What follows belongs to an exercise in optimizing a design on an open flow for small area, a short achievable clock period and few clock cycles per item; a production flow would make more cautious choices.
Where RTL was checked, it was by simulation tests only, not by an equivalence proof against the original.

== the baseline ==
// aes256_enc
module aes256_enc (
    input  wire         clk,
    input  wire         rst,
    input  wire         in_valid,
    output wire         in_ready,
    input  wire [255:0] in_key,
    input  wire [127:0] in_block,
    output wire         out_valid,
    output wire [127:0] out_block
);
export LEC_CHECK = 0
export CAP_MARGIN = 20
export CELL_PAD_IN_SITES_DETAIL_PLACEMENT = 1
export CELL_PAD_IN_SITES_GLOBAL_PLACEMENT = 1
export CORE_MARGIN = 2
export CORE_UTILIZATION = 45
export CTS_BUF_LIST = sky130_fd_sc_hd__clkbuf_8
export PLACE_DENSITY = 0.55
export SETUP_SLACK_MARGIN = 5
export SLEW_MARGIN = 20
export SYNTH_HIERARCHICAL = 1
export SYNTH_MINIMUM_KEEP_SIZE = 0
create_clock -name core_clock -period 9.0 [get_ports {clk}]
standard.sh (not shown) runs the stock make flow with config.mk's settings and CLKGATE_MAP_FILE= SYNTH_SCRIPT=/design/flow/synth_recipe.tcl, a recipe that flattens the netlist after the stock synthesis.
==> flow/flow/run.sh <==
#!/bin/bash
set -euo pipefail
args=""
while IFS= read -r line; do
  [[ -z "$line" || "$line" == \#* ]] && continue
  args="$args '$line'"
done < flow/extra.txt
grep -q 'SETUP_SLACK_MARGIN=' standard.sh || true
sed "s/SETUP_SLACK_MARGIN=[-0-9.]* //; s|\"\${@:-finish}\"|$args \"\${@:-finish}\"|" standard.sh > standard_extra.sh
bash standard_extra.sh > flow.log 2>&1
==> flow/flow/extra.txt <==
SETUP_SLACK_MARGIN=5.6
BUFFER_PORTS_ARGS=-buffer_cell sky130_fd_sc_hd__buf_1
> inputs changed (the baseline -> the candidate)
- CTS_BUF_LIST removed (was sky130_fd_sc_hd__clkbuf_8)
==> flow/flow/extra.txt <==
SETUP_SLACK_MARGIN=5.6
BUFFER_PORTS_ARGS=-buffer_cell sky130_fd_sc_hd__buf_2
- The candidate finished every step from synthesis to the final layout, and the layout passed the timing, DRC and antenna checks.
- When the final numbers for the candidate and the baseline were put side by side, the buffers plus inverters on the worst setup path turned out to be smaller in the candidate.
- Relative to the baseline, share of cells above drive strength 1 has gone up in the candidate.
- The total routing resource utilization after global routing of the baseline and that of the candidate are within noise of each other.
- Comparing the candidate and the baseline, the higher highest net fanout along the worst path is on the baseline.
No run of this note included a check of the RTL's function; only the layout flow was run.


Another version of the RTL of aes256_enc (not shown whole).
Size in the first run: roughly 1900 flip-flops, ~0.11 sq mm of cells after synthesis.
clock: 9.0 ns
lec_check: 0
cap_margin: 20
cell_pad_in_sites_detail_placement: 1
cell_pad_in_sites_global_placement: 1
core_margin: 2
core_utilization: 45
cts_buf_list: sky130_fd_sc_hd__clkbuf_16
cts_cluster_diameter: 120
cts_cluster_size: 24
gpl_routability_driven: 0
place_density: 0.55
setup_slack_margin: 5
slew_margin: 20
synth_hierarchical: 1
synth_minimum_keep_size: 0
==> flow/flow/extra.txt <==
SETUP_SLACK_MARGIN=5.75
BUFFER_PORTS_ARGS=-buffer_cell sky130_fd_sc_hd__buf_1
SKIP_GATE_CLONING=1
Scripts as last shown in full above: flow/flow/run.sh
The baseline passed the timing, DRC and antenna checks.
Testbench counts at the start, summed over its fixed seeds: cycles 7,208, blocks 1,024.
Edit:
==> flow/flow/extra.txt (replaced) <==
SETUP_SLACK_MARGIN=5.6
BUFFER_PORTS_ARGS=-buffer_cell sky130_fd_sc_hd__buf_1
Register-to-register slack gets worse by 0.19 ns.
Via count falls slightly.
Non-clock buffer count falls by 150.
Cell count falls slightly.
Worst setup slack gets worse by 0.19 ns.
Global-route usage falls by 0.25 points.
Worst hold slack gets worse by 0.0042 ns.


aes256_enc again, from the RTL that the note above started with.
export LEC_CHECK = 0
export CAP_MARGIN = 20
export CELL_PAD_IN_SITES_DETAIL_PLACEMENT = 1
export CELL_PAD_IN_SITES_GLOBAL_PLACEMENT = 1
export CORE_MARGIN = 2
export CORE_UTILIZATION = 45
export CTS_BUF_LIST = sky130_fd_sc_hd__clkbuf_8
export PLACE_DENSITY = 0.55
export SETUP_SLACK_MARGIN = 5
export SLEW_MARGIN = 20
export SYNTH_HIERARCHICAL = 1
export SYNTH_MINIMUM_KEEP_SIZE = 0
create_clock -name core_clock -period 9.0 [get_ports {clk}]
==> flow/flow/extra.txt <==
SETUP_SLACK_MARGIN=5.8
BUFFER_PORTS_ARGS=-buffer_cell sky130_fd_sc_hd__buf_1
Scripts as last shown in full above: flow/flow/run.sh
Testbench counts at the start, summed over its fixed seeds: cycles 7,208, blocks 1,024.
Then changed:
==> flow/flow/extra.txt (replaced) <==
SETUP_SLACK_MARGIN=5.9
BUFFER_PORTS_ARGS=-buffer_cell sky130_fd_sc_hd__buf_1
CTS_BUF_LIST = sky130_fd_sc_hd__clkbuf_16   (was sky130_fd_sc_hd__clkbuf_8)
CTS_CLUSTER_DIAMETER = 120   (was not set)
CTS_CLUSTER_SIZE = 24   (was not set)
GPL_ROUTABILITY_DRIVEN = 0   (was not set)
=>
- core utilization came out lower by 0.31 points
- routed wire length came out lower by 0.43%
- non-clock buffer count came out higher by 98
- final cell count came out lower by about 2.7%
- global-route usage came out lower by 0.18 points
- clock skew came out lower by 64 ps
- worst setup slack gains 190 ps
- die area is unchanged
- critical path depth came out higher by 9


Setup of run A:
aes256_enc, a different RTL version from the one above (not shown whole).
Size: ~6,000 cells after synthesis, roughly 520 I/O pins, ~63,000 sq um of cells after synthesis.
export LEC_CHECK = 0
export CAP_MARGIN = 20
export CELL_PAD_IN_SITES_DETAIL_PLACEMENT = 1
export CELL_PAD_IN_SITES_GLOBAL_PLACEMENT = 1
export CORE_MARGIN = 2
export CORE_UTILIZATION = 55
export CTS_BUF_LIST = sky130_fd_sc_hd__clkbuf_4 sky130_fd_sc_hd__clkbuf_8
export CTS_CLUSTER_SIZE = 20
export PLACE_DENSITY = 0.65
export SETUP_SLACK_MARGIN = 5
export SLEW_MARGIN = 20
export SYNTH_HIERARCHICAL = 1
export SYNTH_MINIMUM_KEEP_SIZE = 0
create_clock -name core_clock -period 9.0 [get_ports {clk}]
==> flow/flow/extra.txt <==
SETUP_SLACK_MARGIN=6.0
BUFFER_PORTS_ARGS=-buffer_cell sky130_fd_sc_hd__buf_2
Scripts as last shown in full above: flow/flow/run.sh
Testbench counts of run A, summed over its fixed seeds: cycles 14,360, blocks 1,024.
Modified inputs, run B compared to run A
- CTS_CLUSTER_SIZE removed (was 20)
- CTS_BUF_LIST removed (was sky130_fd_sc_hd__clkbuf_4 sky130_fd_sc_hd__clkbuf_8)
- CORE_UTILIZATION changed from 55 to 45
- PLACE_DENSITY changed from 0.65 to 0.55
==> flow/flow/extra.txt <==
SETUP_SLACK_MARGIN=5.6
BUFFER_PORTS_ARGS=-buffer_cell sky130_fd_sc_hd__buf_2
[summary]
Register-to-register path setup slack: run B > run A
Global-route usage over all layers, run B and run A: larger value in run A
[compare] base=run A new=run B: multi-input combinational area share lost 2.4 points.
Run B has placement row count above what run A had.
Die area delta (run B − run A): unfavourable
diff inputs: run B => run C
==> flow/flow/extra.txt <==
SETUP_SLACK_MARGIN=5.75
BUFFER_PORTS_ARGS=-buffer_cell sky130_fd_sc_hd__buf_2
## What came out
First-pass GRT wire length in run C is 1900 microns above run B. The flow did not stop early for run C: all stages ran, and the layout cleared the timing, DRC and antenna checks. After detailed routing, run B needs less wire than run C. From run B to run C the numbers moved as follows: post-route fraction of the period consumed by the critical path down 1.3 points.
What run D does differently from run C at the input level:
==> flow/flow/extra.txt <==
SETUP_SLACK_MARGIN=5.4
BUFFER_PORTS_ARGS=-buffer_cell sky130_fd_sc_hd__buf_2
## What came out
- Run D against run C: post-route worst setup slack went down 400 ps; final period demand of the worst path went up 400 ps; first-pass GRT wire length went down 2900 microns.
- Number of antenna repair diodes for run D is lower than for run C.
- Arrival time of the worst setup path (lower): run C
- Between run D and run C, routed via count is higher for run C, run D comes in under that.
- Run D against run C: routed wire length shows a reduction of 2.0%.
Here is what was changed in the inputs of run E compared with run D.
==> flow/flow/extra.txt <==
SETUP_SLACK_MARGIN=6.0
BUFFER_PORTS_ARGS=-buffer_cell sky130_fd_sc_hd__buf_2
Setup slack: run E more than run D. Summary: wire length of the first global-routing pass, run E worse than run D. Run E vs. run D: largest fanout on the critical path went down by 1.


== try-juniper ==
aes256_enc with an RTL version that a note above also has.
Size: about 520 I/O pins.
==> flow/config.mk <==
export PLATFORM = sky130hd
export DESIGN_NAME = aes256_enc
export DESIGN_NICKNAME = aes256_enc
export VERILOG_FILES = /design/flow/design.v
export SDC_FILE = /design/flow/constraint.sdc
export NUM_CORES = 4
export LEC_CHECK = 0
export CAP_MARGIN = 20
export CELL_PAD_IN_SITES_DETAIL_PLACEMENT = 1
export CELL_PAD_IN_SITES_GLOBAL_PLACEMENT = 1
export CORE_MARGIN = 2
export CORE_UTILIZATION = 45
export CTS_BUF_LIST = sky130_fd_sc_hd__clkbuf_16
export CTS_CLUSTER_DIAMETER = 150
export CTS_CLUSTER_SIZE = 30
export GPL_ROUTABILITY_DRIVEN = 0
export PLACE_DENSITY = 0.55
export SETUP_SLACK_MARGIN = 5
export SLEW_MARGIN = 20
export SYNTH_HIERARCHICAL = 1
export SYNTH_MINIMUM_KEEP_SIZE = 0
==> flow/constraint.sdc <==
create_clock -name core_clock -period 9.0 [get_ports {clk}]
set_input_delay 1.8000 -clock core_clock [delete_from_list [all_inputs] [get_ports {clk}]]
set_output_delay 1.8000 -clock core_clock [all_outputs]
set_load 0.01 [all_outputs]
==> flow/flow/extra.txt <==
SETUP_SLACK_MARGIN=5.75
BUFFER_PORTS_ARGS=-buffer_cell sky130_fd_sc_hd__buf_1
Scripts as last shown in full above: flow/flow/run.sh
Testbench counts of try-juniper, summed over its fixed seeds: cycles 7,208, blocks 1,024.
Setup changes, try-juniper to try-zinc
Settings: a deleted GPL_ROUTABILITY_DRIVEN that had been 0; a change of CTS_CLUSTER_DIAMETER from 150 to 120; a change of CTS_CLUSTER_SIZE from 30 to 24.
==> flow/flow/extra.txt <==
SETUP_SLACK_MARGIN=5.6
BUFFER_PORTS_ARGS=-buffer_cell sky130_fd_sc_hd__buf_1
## What came out
try-juniper and try-zinc ended up with roughly the same later-pin clock latency in the skew report. Taking try-juniper as the reference, in try-zinc total wire length after detailed routing down 0.50%, final standard cell area without fillers down about 3.4%, final worst setup slack down 0.084 ns. Changes observed in try-zinc relative to try-juniper: worst hold slack across all endpoints went down; vias after detailed routing went down; count of flip-flops and latches did not really move.
Here is what was changed in the inputs of try-xenon compared with try-zinc.
Settings: CTS_CLUSTER_SIZE changed from 24 to 16; CTS_CLUSTER_DIAMETER changed from 120 to 100; CTS_BUF_LIST changed from sky130_fd_sc_hd__clkbuf_16 to sky130_fd_sc_hd__clkbuf_8.
--- outcome ---
try-xenon finished every stage and its layout cleared the timing, DRC and antenna checks.
[compare] base=try-zinc new=try-xenon: total routed wire length on the met1 layer higher, met1 track demand over resource roughly the same, final standard cell area without fillers roughly the same, number of fillers in the final layout roughly the same.
Compared with try-zinc, try-xenon shows a higher clock buffer count from CTS.
Compared try-xenon against try-zinc; clock network contribution to total cell area within noise.
[inputs] try-yarrow vs try-xenon
Settings: CTS_CLUSTER_DIAMETER removed (was 100); CTS_CLUSTER_SIZE removed (was 16).
==> flow/flow/extra.txt <==
SETUP_SLACK_MARGIN=5.45
BUFFER_PORTS_ARGS=-buffer_cell sky130_fd_sc_hd__buf_1
- Going from try-xenon to try-yarrow, the maximum frequency was found to have gone down by 15 MHz.
- Higher final design utilization among try-yarrow and try-xenon: try-yarrow
- The final reports for try-yarrow and try-xenon show share of final-layout standard cells stronger than drive strength 1 lower in the former.
- Cell area was higher in the run labelled try-yarrow.
- try-yarrow reports its endpoint of the most critical setup path as c_state[108] while try-xenon reports a_state[107].
Setup changes, try-yarrow to try-lagoon
Settings: swapping 1 for 0 in CELL_PAD_IN_SITES_DETAIL_PLACEMENT; putting CTS_CLUSTER_SIZE at 24 where nothing was set; swapping 1 for 0 in CELL_PAD_IN_SITES_GLOBAL_PLACEMENT; putting CTS_CLUSTER_DIAMETER at 120 where nothing was set; putting GPL_ROUTABILITY_DRIVEN at 0 where nothing was set; swapping sky130_fd_sc_hd__clkbuf_8 for sky130_fd_sc_hd__clkbuf_16 in CTS_BUF_LIST.
==> flow/flow/extra.txt <==
SETUP_SLACK_MARGIN=5.75
BUFFER_PORTS_ARGS=-buffer_cell sky130_fd_sc_hd__buf_1
### Flow results
Going from try-yarrow to try-lagoon, buffer depth of the longest clock path now smaller; area after synthesis has remained practically unchanged.
Actual slew at the worst max-slew pin: try-lagoon < try-yarrow
Compared with try-yarrow, try-lagoon has extra setup slack.
Looking at per-cell routed wire length, try-lagoon sits about 5% lower than try-yarrow does.
More vias were needed by try-yarrow than by try-lagoon.
try-lagoon ended up with a_state[100] as its capture point of the critical path; try-yarrow ended up with c_state[108].
For utilization of the core after routing, try-yarrow and try-lagoon come out practically identical.
try-lagoon: global-route usage 2.3 points below try-yarrow
The clock skew reported for try-lagoon is smaller than that of try-yarrow by 0.066 ns.
Basic-gate share of the synthesized area counting and, or, nand and nor cells essentially unchanged between try-lagoon and try-yarrow.
Changes in try-pepper relative to try-lagoon:
Settings: CELL_PAD_IN_SITES_GLOBAL_PLACEMENT: 0 -> 1; GPL_ROUTABILITY_DRIVEN: 0 -> unset; CORE_UTILIZATION: 45 -> 50; CELL_PAD_IN_SITES_DETAIL_PLACEMENT: 0 -> 1; PLACE_DENSITY: 0.55 -> 0.6.
==> flow/flow/extra.txt <==
SETUP_SLACK_MARGIN=5.6
BUFFER_PORTS_ARGS=-buffer_cell sky130_fd_sc_hd__buf_1
==> summary.txt <==
On hold slack, try-lagoon and try-pepper are basically level.
In try-pepper relative to try-lagoon, number of antenna violations at the first check in global routing had gone down by more than 10%.
Going from try-lagoon to try-pepper, share of layout cells above drive strength 1 decreased by 1.9 points relative to the old numbers, summed area of non-filler cells in the final layout decreased by about 1.6% relative to the old numbers.
In try-pepper the utilization turned out 4.5 points higher than in try-lagoon.
First-iteration DRC count ends up higher on try-lagoon.
Placeable core region (higher): try-lagoon
Going from try-lagoon to try-pepper, total wirelength of the detailed-routed design saw an increase.

## re-timing with driven ports
In the flow no input, the clock included, has a driving cell. The finished layouts below were timed again as built, in two steps. Step 1: set_driving_cell puts a clkbuf_16 on clk and a buf_2 on each other input, an assumption about the parent block. Step 2, shift: input delay + t, output delay - t, t = (earliest + latest rising clock arrival at the registers) / 2. This alone moves slack from input paths to output paths. a / b / c = ideal ports / drivers / drivers and shift; a / b = the first two.
run | shift t [ns] | slack for setup (ns) | worst setup path at the end | worst register clock-pin slew, ns | pins driven straight from the clock port
the baseline | 1.000 | 5.603 / 5.583 / 5.603 | register to register | 0.08 / 0.08 | 1
the candidate | 0.835 | 5.616 / 5.616 / 5.616 | register to register | 0.07 / 0.07 | 1
the first run of note 2 | 0.873 | 5.744 / 5.707 / 5.420 | input to register | 0.11 / 0.11 | 1
the second run of note 2 | 0.871 | 5.553 / 5.553 / 5.419 | input to register | 0.11 / 0.11 | 1
the first run of note 3 | 1.138 | 5.567 / 5.470 / 5.472 | input to register | 0.08 / 0.08 | 1
the second run of note 3 | 0.871 | 5.759 / 5.731 / 5.505 | input to register | 0.11 / 0.11 | 1
run A | 1.030 | 5.354 / 5.354 / 5.354 | register to register | 0.10 / 0.10 | 1
run B | 0.844 | 5.641 / 5.641 / 5.641 | register to register | 0.07 / 0.07 | 1
run C | 0.847 | 5.759 / 5.755 / 5.759 | register to register | 0.06 / 0.06 | 1
run D | 0.841 | 5.355 / 5.355 / 5.355 | register to register | 0.06 / 0.06 | 1
run E | 0.846 | 5.883 / 5.857 / 5.883 | register to register | 0.06 / 0.06 | 1
try-juniper | 0.858 | 5.638 / 5.638 / 5.463 | input to register | 0.12 / 0.12 | 1
try-zinc | 0.879 | 5.554 / 5.554 / 5.531 | input to register | 0.11 / 0.11 | 1
try-xenon | 1.034 | 5.567 / 5.559 / 5.554 | input to register | 0.12 / 0.12 | 1
try-yarrow | 1.131 | 5.387 / 5.387 / 5.387 | register to register | 0.08 / 0.08 | 1
try-lagoon | 0.855 | 5.585 / 5.585 / 5.585 | register to register | 0.11 / 0.11 | 1
try-pepper | 0.845 | 5.497 / 5.497 / 5.497 | register to register | 0.10 / 0.10 | 1
After both steps every run listed still meets setup and hold. For the first run of note 2, which loses most, drivers alone change the setup slack by -0.037 ns; drivers and shift together by -0.324 ns.
